This is an optimization exercise on Yosys and OpenROAD, whose aim is small area, a short achievable clock period and few clock cycles per item, not a production implementation. At most, simulation tests tie the RTL to the original design; equivalence was not proved. Power figures rest on the tool's default switching activity, not on a simulated workload.

==> branch yarrow <==
==> flow/design.v <==
module fpdivsqrt (
    input  wire        clk,
    input  wire        rst,      
    input  wire        start,    
    input  wire        op,       
    input  wire [31:0] a,
    input  wire [31:0] b,
    output wire        ready,
    output reg         done,
    output reg  [31:0] result,
    output reg  [4:0]  flags
);
    localparam integer FR = 24;          
    localparam integer W  = FR + 3;      
    localparam [31:0] QNAN = 32'h7FC0_0000;
    wire        sa = a[31];
    wire        sb = b[31];
    wire [7:0]  ea = a[30:23];
    wire [7:0]  eb = b[30:23];
    wire [22:0] fa = a[22:0];
    wire [22:0] fb = b[22:0];
    wire a_zero = (ea == 8'd0);
    wire b_zero = (eb == 8'd0);
    wire a_max  = (ea == 8'hFF);
    wire b_max  = (eb == 8'hFF);
    wire a_fz   = (fa == 23'd0);
    wire b_fz   = (fb == 23'd0);
    wire a_inf  = a_max & a_fz;
    wire b_inf  = b_max & b_fz;
    wire a_nan  = a_max & ~a_fz;
    wire b_nan  = b_max & ~b_fz;
    wire a_snan = a_nan & ~fa[22];
    wire b_snan = b_nan & ~fb[22];
    reg  sp, sp_nan, sp_inf, sp_nv, sp_dz;
    always @(*) begin
        sp = 1'b1; sp_nan = 1'b0; sp_inf = 1'b0; sp_nv = 1'b0; sp_dz = 1'b0;
        if (!op) begin
            if (a_nan | b_nan) begin
                sp_nan = 1'b1; sp_nv = a_snan | b_snan;
            end else if (a_inf & b_inf) begin
                sp_nan = 1'b1; sp_nv = 1'b1;
            end else if (a_inf) begin
                sp_inf = 1'b1;
            end else if (b_inf) begin
            end else if (b_zero & a_zero) begin
                sp_nan = 1'b1; sp_nv = 1'b1;
            end else if (b_zero) begin
                sp_inf = 1'b1; sp_dz = 1'b1;
            end else if (a_zero) begin
            end else begin
                sp = 1'b0;
            end
        end else begin
            if (a_nan) begin
                sp_nan = 1'b1; sp_nv = a_snan;
            end else if (a_zero) begin
            end else if (sa) begin
                sp_nan = 1'b1; sp_nv = 1'b1;
            end else if (a_inf) begin
                sp_inf = 1'b1;
            end else begin
                sp = 1'b0;
            end
        end
    end
    wire [9:0]  div_exp = {2'b00, ea} + {2'b11, ~eb} + 10'd127;   
    wire [8:0]  sq_sum  = {1'b0, ea} + 9'd125;
    wire [9:0]  sq_exp  = {2'b00, sq_sum[8:1]};                   
    wire [24:0] sq_m1  = ea[0] ? {2'b00, fa} : {fa[22], ~fa[22], fa[21:0], 1'b0};
    wire [W-1:0] w_init = op ? {sq_m1, 2'b00} : {3'b001, fa, 1'b0};
    reg          busy;       
    reg          fin;        
    reg  [12:0]  md;         
    reg  [11:0]  ms;         
    reg          sign_q;
    reg  [9:0]   exp_q;      
    reg  [W-1:0] w;          
    reg  [W-1:0] pn;         
    reg  [25:0]  s;          
    reg          spq, spq_nan, spq_inf, spq_nv, spq_dz;
    assign ready = ~busy;
    wire   last  = md[12] | ms[11];
    reg [W-1:0] b1, b2;      
    reg [25:0]  k1, k2;      
    integer i;
    always @(*) begin
        b1 = {W{1'b0}};
        b2 = {W{1'b0}};
        k1 = 26'd0;
        k2 = 26'd0;
        for (i = 0; i < 12; i = i + 1) begin
            b1[FR-1-2*i] = ms[i];
            b2[FR-2-2*i] = ms[i];
            k1[24-2*i] = ms[i];
            k2[23-2*i] = ms[i];
        end
        for (i = 0; i < 13; i = i + 1) begin
            k1[25-2*i] = k1[25-2*i] | md[i];
            k2[24-2*i] = k2[24-2*i] | md[i];
        end
    end
    wire [W-1:0] f1n  = pn & ~b1;
    wire [W-1:0] f2bn = pn & ~b2;
    wire [W-1:0] f2an = pn & ~(b1 << 1) & ~b2;
    wire [W-1:0] cx = {w[W-2:0], 1'b1};
    wire [W-1:0] cy = {f1n[W-2:0], 1'b1};
    wire [W-1:0] cz = f2an;
    wire [W-1:0] cs = cx ^ cy ^ cz;
    wire [W-1:0] cc = (cx & cy) | (cx & cz) | (cy & cz);
    wire [W-1:0] t1, t2b, t2a;
    pfx_add #(W) u_t1  (.a(w), .b(f1n), .ci(1'b1), .s(t1));
    pfx_add #(W) u_t2b (.a({w[W-2:0], 1'b0}), .b(f2bn), .ci(1'b1), .s(t2b));
    pfx_add #(W) u_t2a (.a(cs), .b({cc[W-2:0], 1'b1}), .ci(1'b0), .s(t2a));
    wire d1 = ~t1[W-1];
    wire d2 = d1 ? ~t2a[W-1] : ~t2b[W-1];
    reg [W-1:0] wn;
    always @(*) begin
        case ({d1, d2})
            2'b11:   wn = {t2a[W-2:0], 1'b0};
            2'b10:   wn = {t1[W-3:0], 2'b00};
            2'b01:   wn = {t2b[W-2:0], 1'b0};
            default: wn = {w[W-3:0], 2'b00};
        endcase
    end
    wire [25:0] sn = s | (d1 ? k1 : 26'd0) | (d2 ? k2 : 26'd0);
    wire        hi      = s[25];
    wire [22:0] frac    = hi ? s[24:2] : s[23:1];
    wire        rbit    = hi ? s[1] : s[0];
    wire        sticky  = (hi & s[0]) | (w != {W{1'b0}});
    wire        rinc    = rbit & (sticky | frac[0]);
    wire        inexact = rbit | sticky;
    wire [30:0] xin = {exp_q[7:0], frac};
    reg  [30:0] pa, pb;      
    integer d, n;
    always @(*) begin
        pa = {xin[29:0], 1'b1};
        for (d = 1; d < 31; d = d * 2) begin
            pb = pa;
            for (n = d; n < 31; n = n + 1)
                pb[n] = pa[n] & pa[n-d];
            pa = pb;
        end
    end
    wire [30:0] inc = xin ^ (pa & {31{rinc}});
    wire uf      = exp_q[9] | (exp_q == 10'd0);
    wire of_big  = ~exp_q[9] & (exp_q[8] | (exp_q[7:0] == 8'hFF));
    wire of_rnd  = (exp_q == 10'd254) & rinc & (&frac);
    reg [31:0] rnd_res;
    reg [4:0]  rnd_flg;
    always @(*) begin
        if (spq) begin
            rnd_res = spq_nan ? QNAN : {sign_q, spq_inf ? 8'hFF : 8'h00, 23'd0};
            rnd_flg = {3'b000, spq_dz, spq_nv};
        end else if (uf) begin
            rnd_res = {sign_q, 31'd0};
            rnd_flg = 5'b11000;
        end else if (of_big) begin
            rnd_res = {sign_q, 8'hFF, 23'd0};
            rnd_flg = 5'b10100;
        end else begin
            rnd_res = {sign_q, inc};
            rnd_flg = {inexact, 1'b0, of_rnd, 2'b00};
        end
    end
    always @(posedge clk) begin
        if (rst) begin
            busy <= 1'b0;
            fin  <= 1'b0;
            done <= 1'b0;
        end else begin
            done <= fin;
            if (!busy) begin
                busy <= start & ~sp;
                fin  <= start & sp;
            end else begin
                busy <= ~last;
                fin  <= last;
            end
        end
        result <= rnd_res;
        flags  <= rnd_flg;
        if (!busy) begin
            md      <= {12'd0, ~op};
            ms      <= {11'd0, op};
            sign_q  <= op ? sa : (sa ^ sb);
            exp_q   <= op ? {1'b0, sq_exp} : div_exp;
            w       <= w_init;
            pn      <= op ? ~{2'b01, 25'd0} : ~{3'b001, fb, 1'b0};
            s       <= op ? {1'b1, 25'd0} : 26'd0;
            spq     <= sp;
            spq_nan <= sp_nan;
            spq_inf <= sp_inf;
            spq_nv  <= sp_nv;
            spq_dz  <= sp_dz;
        end else begin
            md <= md << 1;
            ms <= ms << 1;
            w  <= wn;
            s  <= sn;
            if (ms != 12'd0) pn <= ~{1'b0, sn};
            if (md[1] | ms[1]) exp_q <= exp_q + {9'd0, s[25]};
        end
    end
endmodule
module pfx_add #(
    parameter integer N = 8
) (
    input  wire [N-1:0] a,
    input  wire [N-1:0] b,
    input  wire         ci,
    output wire [N-1:0] s
);
    reg [N-1:0] g, p, gn, pn;
    integer d, i;
    always @(*) begin
        g = a & b;
        p = a ^ b;
        g[0] = g[0] | (p[0] & ci);
        for (d = 1; d < N; d = d * 2) begin
            gn = g;
            pn = p;
            for (i = d; i < N; i = i + 1) begin
                if ((i / d) % 2 == 1) begin
                    gn[i] = g[i] | (p[i] & g[(i / d) * d - 1]);
                    pn[i] = p[i] & p[(i / d) * d - 1];
                end
            end
            g = gn;
            p = pn;
        end
    end
    assign s = a ^ b ^ {g[N-2:0], ci};
endmodule
==> flow/flow/run.sh <==
#!/bin/bash
# The standard layout (the standard.sh) with these changes:
#  - port buffers are the smallest buffer, sky130_fd_sc_hd__buf_1, which the
#    resizer may still upsize where timing or slew needs it;
#  - clock tree synthesis builds the tree from small clock buffers and
#    inserts no dummy loads.
# make's full output goes to run_make.log in this folder; ORFS's own per-step
# logs are under orfs/logs/.
set -euo pipefail
bash standard.sh \
  "BUFFER_PORTS_ARGS=-buffer_cell sky130_fd_sc_hd__buf_1" \
  "CTS_ARGS=-sink_clustering_enable -repair_clock_nets -dont_use_dummy_load -buf_list {sky130_fd_sc_hd__clkbuf_2 sky130_fd_sc_hd__clkbuf_4 sky130_fd_sc_hd__clkbuf_8}" \
  finish > run_make.log 2>&1
==> flow/standard.sh <==
#!/bin/bash
# synth_recipe.tcl (not shown) runs the flow's synth.tcl, then flattens the netlist and writes it again
# the make line also repeats each setting of config.mk as NAME=value (left out here)
make -C /OpenROAD-flow-scripts/flow DESIGN_CONFIG=/design/flow/config.mk WORK_HOME=/design/flow/orfs CLKGATE_MAP_FILE= SYNTH_SCRIPT=/design/flow/synth_recipe.tcl "${@:-finish}"
==> flow/config.mk <==
export PLATFORM = sky130hd
export DESIGN_NAME = fpdivsqrt
export DESIGN_NICKNAME = fpdivsqrt
export VERILOG_FILES = /design/flow/design.v
export SDC_FILE = /design/flow/constraint.sdc
export NUM_CORES = 4
export LEC_CHECK = 0
export ABC_AREA = 1
export CAP_MARGIN = 20
export CORE_MARGIN = 2
export CORE_UTILIZATION = 40
export SETUP_SLACK_MARGIN = 1.5
export SLEW_MARGIN = 20
==> flow/constraint.sdc <==
create_clock -name core_clock -period 5.0 [get_ports {clk}]
set_input_delay 1.0000 -clock core_clock [delete_from_list [all_inputs] [get_ports {clk}]]
set_output_delay 1.0000 -clock core_clock [all_outputs]
set_load 0.01 [all_outputs]
==> inputs of branch fjord, as changes to branch yarrow <==
--- a/flow/design.v
+++ b/flow/design.v
@@ -103,15 +103,18 @@
     wire [W-1:0] f2bn = pn & ~b2;
     wire [W-1:0] f2an = pn & ~(b1 << 1) & ~b2;
-    wire [W-1:0] cx = {w[W-2:0], 1'b1};
-    wire [W-1:0] cy = {f1n[W-2:0], 1'b1};
-    wire [W-1:0] cz = f2an;
-    wire [W-1:0] cs = cx ^ cy ^ cz;
-    wire [W-1:0] cc = (cx & cy) | (cx & cz) | (cy & cz);
-    wire [W-1:0] t1, t2b, t2a;
-    pfx_add #(W) u_t1  (.a(w), .b(f1n), .ci(1'b1), .s(t1));
-    pfx_add #(W) u_t2b (.a({w[W-2:0], 1'b0}), .b(f2bn), .ci(1'b1), .s(t2b));
-    pfx_add #(W) u_t2a (.a(cs), .b({cc[W-2:0], 1'b1}), .ci(1'b0), .s(t2a));
-    wire d1 = ~t1[W-1];
-    wire d2 = d1 ? ~t2a[W-1] : ~t2b[W-1];
+    wire [W+2:0] a2n  = {2'b11, pn, 1'b1} & ~{2'b00, b1, 1'b0};
+    wire [W+2:0] cx = {2'b00, w, 1'b1};
+    wire [W+2:0] cy = a2n;
+    wire [W+2:0] cz = {3'b111, f2an};
+    wire [W+2:0] cs = cx ^ cy ^ cz;
+    wire [W+2:0] cc = (cx & cy) | (cx & cz) | (cy & cz);
+    wire [W:0]   t1;
+    wire [W+1:0] t2b;
+    wire [W+2:0] t2a;
+    pfx_add #(W+1) u_t1  (.a({1'b0, w}), .b({1'b1, f1n}), .ci(1'b1), .s(t1));
+    pfx_add #(W+2) u_t2b (.a({1'b0, w, 1'b0}), .b({2'b11, f2bn}), .ci(1'b1), .s(t2b));
+    pfx_add #(W+3) u_t2a (.a(cs), .b({cc[W+1:0], 1'b1}), .ci(1'b0), .s(t2a));
+    wire d1 = ~t1[W];
+    wire d2 = d1 ? ~t2a[W+2] : ~t2b[W+1];
     reg [W-1:0] wn;
     always @(*) begin
@@ -216,5 +219,4 @@
         g = a & b;
         p = a ^ b;
-        g[0] = g[0] | (p[0] & ci);
         for (d = 1; d < N; d = d * 2) begin
             gn = g;
@@ -230,4 +232,5 @@
         end
     end
-    assign s = a ^ b ^ {g[N-2:0], ci};
+    wire [N-1:0] c = {g[N-2:0] | (p[N-2:0] & {(N-1){ci}}), ci};
+    assign s = a ^ b ^ c;
 endmodule
CORE_UTILIZATION = 60   (was 40)
==> qor summary <==
item                                                                            branch fjord            branch yarrow
Crit path required time                                                              5300 ps                  5330 ps
Met2 Resource Use GR                                                                   55.4%                    39.4%
Final period utilization                                                               68.3%                    68.5%
Inverters, non-clock                                                                     408                      371
Status                                                               complete, no violations  complete, no violations
Overall die area                                                                 24400 sq um              35100 sq um
Switching power                                                                    0.00417 W                0.00475 W
Clk pwr share                                                                           9.4%                     8.3%
Worst-case vdd ir drop                                                            0.000389 V               0.000341 V
Layout multi-input combinational cell count                                             1513                     1391
Placeable Area                                                                   22600 sq um              33300 sq um
Headroom to the max-slew limit                                                         44.9%                    36.0%
# fillers                                                                               2150                     3531
Share of final-layout standard cells stronger than drive strength 1                    6.79%                    11.5%
Global Route met1 Usage                                                                46.3%                    33.0%
Crit path buf inv count                                                                    4                        2
Testbench counts of branch fjord, summed over its fixed seeds: cycles 162,076, ops 12,000.
For branch yarrow, only the layout was checked, not whether the RTL still works.

## separate check: timing with driven ports
No port has a modelled driver above. Below, the same layouts with a new extraction and two added sets of constraints.
Step 1 (the two cells are an assumption about what drives the block):
set clk [get_ports {clk}]
set_driving_cell -lib_cell sky130_fd_sc_hd__clkbuf_16 $clk
set_driving_cell -lib_cell sky130_fd_sc_hd__buf_2 [delete_from_list [all_inputs] $clk]
Step 2, shift: input delay + t, output delay - t, t = (earliest + latest rising clock arrival at the registers) / 2. This alone moves slack from input paths to output paths.
a / b / c = ideal / step 1 / step 2; a / b = the first two.
| run | t (ns) | setup WS [ns] | worst register clock-pin slew, ns | worst data-port slew with drivers (ns) |
|---|---|---|---|---|
| branch yarrow | 0.486 | 1.575 / 1.575 / 1.361 | 0.10 / 0.10 | 0.04 |
| branch fjord | 0.487 | 1.587 / 1.587 / 1.499 | 0.11 / 0.11 | 0.06 |
After both steps setup and hold are still met in every run listed. The setup slack of branch yarrow, which loses most, moves by 0.000 ns with the drivers and by -0.214 ns with both steps.
